Source: an optimization exercise on an open RTL-to-GDS flow (aim: small area and a short achievable clock period). Production flows keep margins and buffers that such runs may drop.
In this exercise RTL edits were held to simulation tests only and were not proved equivalent to the original.

File: run.sh
#!/bin/bash
# synth_recipe.tcl (not shown) runs the flow's synth.tcl, then flattens the netlist and writes it again
# the make line also repeats each setting of config.mk as NAME=value (left out here)
make -C /OpenROAD-flow-scripts/flow DESIGN_CONFIG=/design/flow/config.mk WORK_HOME=/design/flow/orfs CLKGATE_MAP_FILE= SYNTH_SCRIPT=/design/flow/synth_recipe.tcl finish
File: config.mk
export PLATFORM = sky130hd
export DESIGN_NAME = wk512_munit
export DESIGN_NICKNAME = wk512_munit
export VERILOG_FILES = /design/flow/design.v
export SDC_FILE = /design/flow/constraint.sdc
export NUM_CORES = 4
export LEC_CHECK = 0
export CAP_MARGIN = 20
export CORE_MARGIN = 2
export CORE_UTILIZATION = 40
export SLEW_MARGIN = 20
File: constraint.sdc
create_clock -name core_clock -period 11.5 [get_ports {clk}]
set_input_delay 2.3000 -clock core_clock [delete_from_list [all_inputs] [get_ports {clk}]]
set_output_delay 2.3000 -clock core_clock [all_outputs]
set_load 0.01 [all_outputs]
File: design.v
module wk512_munit (
    input  wire        clk,
    input  wire        rst,         
    input  wire        in_valid,
    input  wire        in_short,
    input  wire [6:0]  in_opc,
    input  wire [4:0]  in_dst,
    input  wire [4:0]  in_src,
    input  wire [31:0] in_a,
    input  wire [31:0] in_b,
    input  wire        in_chain,
    output reg         g3_wen,
    output reg  [4:0]  g3_dst,
    output reg  [31:0] g3_data,
    output reg         g1_wen,
    output reg  [4:0]  g1_dst,
    output reg  [31:0] g1_data,
    output reg  [63:0] ac0,
    output reg  [63:0] ac1
);
    localparam [2:0] K_LO   = 3'd0;    
    localparam [2:0] K_HI   = 3'd1;    
    localparam [2:0] K_SET  = 3'd2;    
    localparam [2:0] K_ADD  = 3'd3;    
    localparam [2:0] K_SUB  = 3'd4;    
    localparam [2:0] K_SAT  = 3'd5;    
    reg        d_mul;       
    reg [2:0]  d_kind;
    reg        d_sgn;       
    reg        d_m16;       
    reg        d_sqr;       
    reg        d_acw;       
    reg        d_acc_idx;   
    reg        d_rd;        
    reg [1:0]  d_rdk;       
    reg        d_wr;        
    reg        d_wrsx;      
    always @(*) begin
        d_mul = 1'b0; d_kind = K_LO; d_sgn = 1'b0; d_m16 = 1'b0; d_sqr = 1'b0;
        d_acw = 1'b0; d_acc_idx = in_dst[0];
        d_rd = 1'b0; d_rdk = 2'd0; d_wr = 1'b0; d_wrsx = 1'b0;
        if (!in_short) begin
            case (in_opc)
                7'h01: begin d_mul = 1'b1; d_kind = K_LO;  d_sgn = 1'b1; end  
                7'h02: begin d_mul = 1'b1; d_kind = K_HI;  d_sgn = 1'b1; end  
                7'h03: begin d_mul = 1'b1; d_kind = K_HI;  d_sgn = 1'b0; end  
                7'h04: begin d_mul = 1'b1; d_kind = K_SET; d_sgn = 1'b1; d_acw = 1'b1; end  
                7'h05: begin d_mul = 1'b1; d_kind = K_SET; d_sgn = 1'b0; d_acw = 1'b1; end  
                7'h06: begin d_mul = 1'b1; d_kind = K_ADD; d_sgn = 1'b1; d_acw = 1'b1; end  
                7'h07: begin d_mul = 1'b1; d_kind = K_ADD; d_sgn = 1'b0; d_acw = 1'b1; end  
                7'h08: begin d_mul = 1'b1; d_kind = K_SUB; d_sgn = 1'b1; d_acw = 1'b1; end  
                7'h09: begin d_mul = 1'b1; d_kind = K_SAT; d_sgn = 1'b1; d_acw = 1'b1; end  
                7'h0A: begin d_mul = 1'b1; d_kind = K_ADD; d_m16 = 1'b1; d_acw = 1'b1; end  
                7'h0B: begin d_rd = 1'b1; d_rdk = 2'd2; d_acc_idx = in_src[0]; end  
                7'h0C: begin d_rd = 1'b1; d_rdk = 2'd3; d_acc_idx = in_src[0]; end  
                7'h0D: begin d_rd = 1'b1; d_rdk = 2'd0; d_acc_idx = in_src[0]; end  
                7'h0E: begin d_rd = 1'b1; d_rdk = 2'd1; d_acc_idx = in_src[0]; end  
                7'h0F: begin d_wr = 1'b1; d_wrsx = 1'b0; end                       
                7'h10: begin d_wr = 1'b1; d_wrsx = 1'b1; end                       
                default: ;
            endcase
        end else if (in_opc[6:5] == 2'b00) begin
            case (in_opc[4:0])
                5'h01: begin d_mul = 1'b1; d_kind = K_LO; d_sgn = 1'b1; end   
                5'h02: begin d_mul = 1'b1; d_kind = K_HI; d_sgn = 1'b1; end   
                5'h03: begin d_mul = 1'b1; d_kind = K_HI; d_sgn = 1'b0; end   
                5'h04: begin d_mul = 1'b1; d_kind = K_LO; d_sgn = 1'b1; d_sqr = 1'b1; end  
                5'h05: begin d_mul = 1'b1; d_kind = K_ADD; d_sgn = 1'b1; d_acw = 1'b1; d_acc_idx = 1'b0; end  
                5'h06: begin d_mul = 1'b1; d_kind = K_ADD; d_sgn = 1'b1; d_acw = 1'b1; d_acc_idx = 1'b1; end  
                5'h07: begin d_mul = 1'b1; d_kind = K_SUB; d_sgn = 1'b1; d_acw = 1'b1; d_acc_idx = 1'b0; end  
                5'h08: begin d_mul = 1'b1; d_kind = K_SUB; d_sgn = 1'b1; d_acw = 1'b1; d_acc_idx = 1'b1; end  
                5'h09: begin d_rd = 1'b1; d_rdk = 2'd0; d_acc_idx = in_src[0]; end  
                5'h0A: begin d_rd = 1'b1; d_rdk = 2'd1; d_acc_idx = in_src[0]; end  
                default: ;
            endcase
        end
    end
    wire [63:0] acc_now = d_acc_idx ? ac1 : ac0;
    localparam signed [64:0] S64_MAX = 65'sh0_7FFF_FFFF_FFFF_FFFF;
    localparam signed [64:0] S64_MIN = -65'sh0_8000_0000_0000_0000;
    localparam signed [64:0] S32_MAX = 65'sh0_0000_0000_7FFF_FFFF;
    localparam signed [64:0] S32_MIN = -65'sh0_0000_0000_8000_0000;
    wire [5:0]         sh = in_b[5:0];
    wire signed [64:0] ext_v = {acc_now[63], acc_now};
    wire signed [64:0] rnd = (d_rdk == 2'd3 && sh != 6'd0) ? (65'sd1 <<< (sh - 6'd1)) : 65'sd0;
    wire signed [64:0] ext_r = ext_v + rnd;
    wire signed [64:0] ext_c = (ext_r > S64_MAX) ? S64_MAX : ext_r;
    wire signed [64:0] ext_s = ext_c >>> sh;
    wire signed [64:0] ext_q = (ext_s > S32_MAX) ? S32_MAX :
                               (ext_s < S32_MIN) ? S32_MIN : ext_s;
    reg [31:0] rd_val;
    always @(*) begin
        case (d_rdk)
            2'd0:    rd_val = acc_now[31:0];
            2'd1:    rd_val = acc_now[63:32];
            default: rd_val = ext_q[31:0];
        endcase
    end
    wire [63:0] wr_val = d_wrsx ? {{32{in_a[31]}}, in_a} : {in_a, in_b};
    reg        s1_v, s1_sgn, s1_m16, s1_acw, s1_idx, s1_chain;
    reg [2:0]  s1_kind;
    reg [4:0]  s1_dst;
    reg [31:0] s1_a, s1_b;
    reg [63:0] s1_acc;
    always @(posedge clk) begin
        if (rst) begin
            s1_v <= 1'b0;
        end else begin
            s1_v <= in_valid && d_mul;
        end
        s1_sgn   <= d_sgn;
        s1_m16   <= d_m16;
        s1_acw   <= d_acw;
        s1_idx   <= d_acc_idx;
        s1_chain <= in_chain;
        s1_kind  <= d_kind;
        s1_dst   <= in_dst;
        s1_a     <= d_sqr ? in_b : in_a;
        s1_b     <= in_b;
        s1_acc   <= acc_now;
    end
    wire signed [32:0] ma = {s1_sgn & s1_a[31], s1_a};
    wire signed [32:0] mb = {s1_sgn & s1_b[31], s1_b};
    wire signed [65:0] pfull = ma * mb;
    wire signed [31:0] p16lo = $signed(s1_a[15:0])  * $signed(s1_b[15:0]);
    wire signed [31:0] p16hi = $signed(s1_a[31:16]) * $signed(s1_b[31:16]);
    wire signed [63:0] p16   = {{32{p16lo[31]}}, p16lo} + {{32{p16hi[31]}}, p16hi};
    reg        s2_v, s2_acw, s2_idx, s2_chain;
    reg [2:0]  s2_kind;
    reg [4:0]  s2_dst;
    reg [63:0] s2_p;
    reg [63:0] s2_acc;
    always @(posedge clk) begin
        if (rst) begin
            s2_v <= 1'b0;
        end else begin
            s2_v <= s1_v;
        end
        s2_acw   <= s1_acw;
        s2_idx   <= s1_idx;
        s2_chain <= s1_chain;
        s2_kind  <= s1_kind;
        s2_dst   <= s1_dst;
        s2_p     <= s1_m16 ? p16 : pfull[63:0];
        s2_acc   <= s1_acc;
    end
    reg [63:0] last_acc;
    wire [63:0]        base  = s2_chain ? last_acc : s2_acc;
    wire signed [64:0] sum_x = $signed({base[63], base}) + $signed({s2_p[63], s2_p});
    wire [63:0]        sum_s = (sum_x > S64_MAX) ? S64_MAX[63:0] :
                               (sum_x < S64_MIN) ? S64_MIN[63:0] : sum_x[63:0];
    reg [63:0] acc_res;
    always @(*) begin
        case (s2_kind)
            K_ADD:   acc_res = base + s2_p;
            K_SUB:   acc_res = base - s2_p;
            K_SAT:   acc_res = sum_s;
            default: acc_res = s2_p;
        endcase
    end
    wire acc3_we = s2_v && s2_acw;
    wire acc1_we = in_valid && d_wr;
    always @(posedge clk) begin
        last_acc <= acc_res;
        if (rst) begin
            ac0     <= 64'd0;
            ac1     <= 64'd0;
            g3_wen  <= 1'b0;
            g1_wen  <= 1'b0;
        end else begin
            if (acc1_we && !d_acc_idx)
                ac0 <= wr_val;
            else if (acc3_we && !s2_idx)
                ac0 <= acc_res;
            if (acc1_we && d_acc_idx)
                ac1 <= wr_val;
            else if (acc3_we && s2_idx)
                ac1 <= acc_res;
            g3_wen <= s2_v && !s2_acw && (s2_dst != 5'd0);
            g1_wen <= in_valid && d_rd && (in_dst != 5'd0);
        end
        g3_dst  <= s2_dst;
        g3_data <= (s2_kind == K_HI) ? s2_p[63:32] : s2_p[31:0];
        g1_dst  <= in_dst;
        g1_data <= rd_val;
    end
endmodule
==> run summary <==
row cnt=between 150 and 200; CTS tree=done; crit path DAT=between 10 and 15 ns; Clk Latency, worst-skew pair=~0.76 ns; layout cells sized above 1=between 10% and 20%; Storage cell area=10900 µm²; first-pass GRT wire length=around 580000 µm; Root Buffer Master=clkbuf_16; GRT overflow=0; IO Port Bufs=285; Final #Nets=about 14000; hold buffers post-CTS=0; footprint of the multi-input gates=around 73000 µm²; number of global-route vias before repair=82500; commonest non-fill, non-tap cell in the layout=inv_1; H-tree depth=2; Clock transition at path regs=about 0.07 ns; Mapped Area=a little over 90000 µm²; TritonCTS buffer count=59; Avg Inst Size Synth=around 9 µm²; final non-filler cell area=107000 µm²; Antenna Nets Post-Route=0; largest stage delay on the critical path=about 0.6 ns; register area share after synthesis=11.8%; Initial Util=just over 40%; Main synth FF type=dfxtp_1; TNS Setup=0 ns; HP Class=reg2reg; maxcap violations=0; most frequent cells in the layout=inv_1 (1868), fa_1 (1712), nand2_1 (1089), buf_4 (943), nor2_1 (715); Die ar.=235000 µm²; Ys Warns=1; Worst EP required=12.03 ns; RSZ-0062 raised after global routing=no; antenna violations before repair=75; WS Path Type=in2reg; post-DR wirelength/cell=between 20 and 30 µm; crit path launch type=input port; Slew headroom=roughly 17%; Top delay family on crit path=compound AO/OA/AOI/OAI gates; largest net degree at the start of global routing=just over 100; WL final=roughly 400000 µm; crit path capture type=register; worst path bufs/invs=8; highest metal used=met5; met2 WL post-DR=between 150000 and 200000 µm; Avg Vias per Cell=between 5 and 6; Hold Fails Final Rpt=0; fin crit share=96.5%; Met1 Wirelength=163000 µm; Max Fclk=around 90 MHz; Fillers=between 20000 and 25000; Yosys cell types=a little over 100; post-layout util=approximately 47%; gr usage total=about a third; Die Ht=~480 µm; DP Area=between 100000 and 150000 µm²; initial DRC count=between 8000 and 9000; Gate Count Post-Synth=10400; RD Place Congestion=between 1 and 1.5; Seq cells post-synth=about 550; Setup Viol. Count Final=0; largest fanout on the critical path=16; WL met3=a little over 40000 µm; EDFF count, synth=0; core area=approximately 230000 µm²; Ports=290; via count=approximately 80000; Max Slew Vio Count=0; asr flop ratio synth=0%; post-DP HPWL=around 340000 µm; slowest CP cell=clkdlybuf4s50_1; crit path time final=roughly 11 ns; Clock Path Buffers=3; Net Count, Synth=around 13000; clk sinks=545; status=finished clean; DRC=0; Layout area overhead=16.1%; Pre-Repair DR Iteration Count=6; Setup Skew=0.0776 ns; die width=approximately 480 µm; worst slew pin tran=between 1 and 1.5 ns
[flip-flops by register name, indices dropped and copies added, names as in the netlist, 3 cells and up]
register and flops:
s1_dst 5, s1_a 32, s1_b 32, s1_acc 64
s2_dst 5, ac1 64, s2_kind 3, last_acc 64
s1_kind 3, g3_dst 5, s2_p 64, g3_data 32
ac0 64, g1_data 32, s2_acc 64
[logic make-up after synthesis]
family | Yosys count | share of synthesized area, %
buffers and inverters | 2389 | 9.75
DFF | 545 | 11.8
and+or+nand+nor | 2884 | 14.5
other | 1 | 0.00405
xor gates and xnor gates | 325 | 3.08
adders and majority gates | 2267 | 44.5
muxes | 347 | 4.15
AOI/OAI and AO/OA | 1634 | 12.2
[layout make-up]
| class | instances | area share, % |
|---|---|---|
| clock buffers | 70 | 1.48 |
| multi-input cells | 7458 | 68.0 |
| well taps | 3026 | 3.53 |
| clock inverters | 40 | 0.504 |
| inverters | 1875 | 6.55 |
| flip-flops and latches | 545 | 10.2 |
| repair buffers | 1251 | 9.65 |
| diodes | 47 | 0.110 |
[cell usage after synthesis, types with 30 or more instances]
| cell | number | area (µm²) |
|---|---|---|
| a211oi_1 | 68 | 510 |
| a21o_1 | 160 | 1200 |
| a21oi_1 | 440 | 2200 |
| a31oi_1 | 50 | 313 |
| a41oi_1 | 40 | 350 |
| and2_1 | 409 | 2560 |
| and3_1 | 66 | 413 |
| buf_1 | 38 | 143 |
| clkbuf_1 | 454 | 1700 |
| dfxtp_1 | 545 | 10900 |
| fa_1 | 1712 | 34300 |
| ha_1 | 553 | 6920 |
| inv_1 | 1869 | 7020 |
| mux2_2 | 213 | 2400 |
| mux2i_1 | 126 | 1260 |
| nand2_1 | 1091 | 4100 |
| nand2b_1 | 70 | 438 |
| nand3_1 | 112 | 561 |
| nand4_1 | 52 | 325 |
| nor2_1 | 719 | 2700 |
| nor2b_1 | 58 | 363 |
| nor3_1 | 106 | 531 |
| nor4_1 | 30 | 188 |
| o211ai_1 | 31 | 233 |
| o211ai_2 | 30 | 375 |
| o21a_1 | 56 | 420 |
| o21ai_0 | 261 | 1310 |
| o21bai_1 | 49 | 368 |
| o221ai_1 | 33 | 289 |
| o31ai_1 | 34 | 255 |
| o41ai_1 | 100 | 876 |
| or2_2 | 64 | 400 |
| or3_1 | 34 | 213 |
| xnor2_1 | 188 | 1650 |
| xor2_1 | 136 | 1190 |
[stage by stage]
stage	setup WS, ns	cells	hold slack (ns)
floorplan	0.591	10400	0.310
global placement	-1.03	14100	0.310
detailed placement	-1.00	14100	0.312
CTS	0.00596	14300	0.287
global route	0.0101	14300	0.295
finish	0.399	14300	0.289
[path summary, 6_finish.rpt]
| path | startpoint | to | slack, ns | cells past startpoint |
|---|---|---|---|---|
| worst max-delay path | in_opc[0] | g1_data[0] | 0.40 | 41 |
| worst min-delay path | s1_acc[60] | s2_acc[60] | 0.29 | 0 |
| worst max register to register | s1_a[11] | s2_p[60] | 0.57 | 36 |
| worst min register to register | s1_acc[60] | s2_acc[60] | 0.29 | 0 |
[metal layers]
metal,up-vias,GRT usage [%]
met5,-,0
met4,48,16.6
met3,911,9.18
met2,3915,50.6
met1,40600,45.0
li1,34900,-
[timing repair]
action	4_1_cts	5_1_grt
setup buffers	2	4
resized for setup	22	33
pin swaps	5	15
gates cloned	1	1
setup endpoints to repair	31	34

==> what the ideal ports hide <==
The results above use ideal ports. As a check the final layout listed here was re-extracted and re-timed, cells and wires unchanged.
Step 1, drivers: a clkbuf_16 drives clk and a buf_2 each remaining input, both assumed.
Step 2, shift: input delay + t, output delay - t, t = (earliest + latest rising clock arrival at the registers) / 2. This alone moves slack from input paths to output paths.
Three values: ideal, step 1, step 2; two values: the first two.
t, ns: 0.802
setup slack, ns: 0.399 / 0.398 / -0.404
worst setup path after step 2: input to register
clock arrival spread, ns: 0.078 / 0.078
With both steps, setup timing fails in this run, where it was met with ideal ports. The setup slack of this run moves by -0.001 ns with the drivers and by -0.803 ns with both steps.
